Source: an optimization exercise on an open RTL-to-GDS flow (aim: small area, a short achievable clock period and few clock cycles per item). Production flows keep margins and buffers that such runs may drop. Function was checked by simulation only, so behaviour that the tests miss may differ from the original.

Design aud_chain, start of the top module:
module aud_chain (
    input  wire         clk,
    input  wire         rst,         
    input  wire         in_valid,
    output wire         in_ready,
    input  wire [255:0] in_rec,
    output reg          out_valid,
    output wire [383:0] chain
);
Settings: LEC_CHECK=0, CAP_MARGIN=20, CORE_AREA=2.3 2.72 429.8 429.4, DIE_AREA=0 0 432.1 432.1, SETUP_SLACK_MARGIN=5.0, SLEW_MARGIN=20, SYNTH_MEMORY_MAX_BITS=16384, BUFFER_PORTS_ARGS=-buffer_cell sky130_fd_sc_hd__buf_1, CTS_ARGS=-sink_clustering_enable -repair_clock_nets -sink_clustering_size 15 -sink_clustering_max_diameter 50 -buf_list "sky130_fd_sc_hd__clkbuf_8" -dont_use_dummy_load; clock period 10.5 ns.
standard.sh (not shown) runs the stock make flow with config.mk's settings and CLKGATE_MAP_FILE= SYNTH_SCRIPT=/design/flow/synth_recipe.tcl, a recipe that flattens the netlist after the stock synthesis.
==> flow/flow/run.sh <==
#!/bin/bash
# Standard layout, with these changes to the layout's buffering:
#  - the port buffers that ORFS inserts use the smallest buffer cell;
#  - clock tree synthesis uses clkbuf_8 buffers with sink clusters of up to
#    15 flip-flops, and adds no dummy loads.
set -euo pipefail
cat >> config.mk <<'EOC'
export BUFFER_PORTS_ARGS = -buffer_cell sky130_fd_sc_hd__buf_1
export CTS_ARGS = -sink_clustering_enable -repair_clock_nets -sink_clustering_size 15 -sink_clustering_max_diameter 50 -buf_list "sky130_fd_sc_hd__clkbuf_8" -dont_use_dummy_load
EOC
bash standard.sh > standard.log 2>&1
The first run produced a layout that fails on max-slew violations.
Testbench counts at the start, summed over its fixed seeds: cycles 31,112, items 384.
==> next run, changes <==
--- a/flow/flow/run.sh
+++ b/flow/flow/run.sh
@@ -2,0 +3 @@
+#  - repair aims for 6.0 ns of setup slack;
@@ -7,0 +9 @@
+export SETUP_SLACK_MARGIN = 6.0
Settings changed: CORE_AREA 2.3 2.72 429.8 429.4 to 2.3 2.72 470.5 470.1, DIE_AREA 0 0 432.1 432.1 to 0 0 472.8 472.8, SETUP_SLACK_MARGIN 5.0 to 6.0.
Result: Now the flow produced a clean layout; synthesized cell count is unchanged; setup slack gets better by 170 ps; final cell count came out higher by about 6%; design area goes up by about 8%; worst hold slack improved by 26 ps.


aud_chain, a different RTL version from the one above (not shown whole).
Size in the first run: ~1600 flip-flops, ~650 I/O pins, roughly 0.087 sq mm of cells after synthesis.
clock: 10.5 ns
lec_check: 0
cap_margin: 20
core_area: 2.3 2.72 456.9 456.5
die_area: 0 0 459.2 459.2
slew_margin: 20
synth_memory_max_bits: 16384
setup_slack_margin: 5.5
buffer_ports_args: -buffer_cell sky130_fd_sc_hd__buf_1
cts_args: -sink_clustering_enable -repair_clock_nets -sink_clustering_size 15 -sink_clustering_max_diameter 50 -buf_list "sky130_fd_sc_hd__clkbuf_8" -dont_use_dummy_load
==> flow/flow/run.sh <==
#!/bin/bash
# Standard layout, with these changes to the layout's buffering:
#  - repair aims for 5.5 ns of setup slack;
#  - the port buffers that ORFS inserts use the smallest buffer cell;
#  - clock tree synthesis uses clkbuf_8 buffers with sink clusters of up to
#    15 flip-flops, and adds no dummy loads.
set -euo pipefail
cat >> config.mk <<'EOC'
export SETUP_SLACK_MARGIN = 5.5
export BUFFER_PORTS_ARGS = -buffer_cell sky130_fd_sc_hd__buf_1
export CTS_ARGS = -sink_clustering_enable -repair_clock_nets -sink_clustering_size 15 -sink_clustering_max_diameter 50 -buf_list "sky130_fd_sc_hd__clkbuf_8" -dont_use_dummy_load
EOC
bash standard.sh > standard.log 2>&1
The baseline produced a clean layout.
Testbench counts at the start, summed over its fixed seeds: cycles 31,112, items 384.
==> next run, changes <==
CORE_AREA = 2.3 2.72 470.5 470.1   (was 2.3 2.72 456.9 456.5)
DIE_AREA = 0 0 472.8 472.8   (was 0 0 459.2 459.2)
Outcome:
- The changed run went through all stages and came out clean
- cell area fell slightly
- routed wire length is lower by a few percent
- worst hold slack is better by 14 ps
- critical path depth came out higher by 3
- worst setup slack improved by 240 ps

-- static timing again, ports no longer ideal --
Ports are ideal in the flow. The routed layouts listed here were re-timed in OpenROAD.
Step 1: set_driving_cell puts a clkbuf_16 on clk and a buf_2 on each other input, an assumption about the parent block.
Step 2 times the ports against the registers' clock, not the clock port: input delays grow and output delays shrink by t, the midpoint of the rising clock arrivals with the driver on.
Three values: ideal, step 1, step 2; two values: the first two.
run	t, ns	setup slack, ns	worst data-port slew with drivers (ns)
the first run of note 1	1.008	4.850 / 4.850 / 4.673	0.33
the second run of note 1	1.076	5.021 / 5.021 / 5.021	0.14
the first run of note 2	1.038	4.870 / 4.870 / 4.809	0.06
the second run of note 2	1.038	5.113 / 5.113 / 5.113	0.14
For the first run of note 1, which loses most, drivers alone change the setup slack by 0.000 ns; drivers and shift together by -0.177 ns.
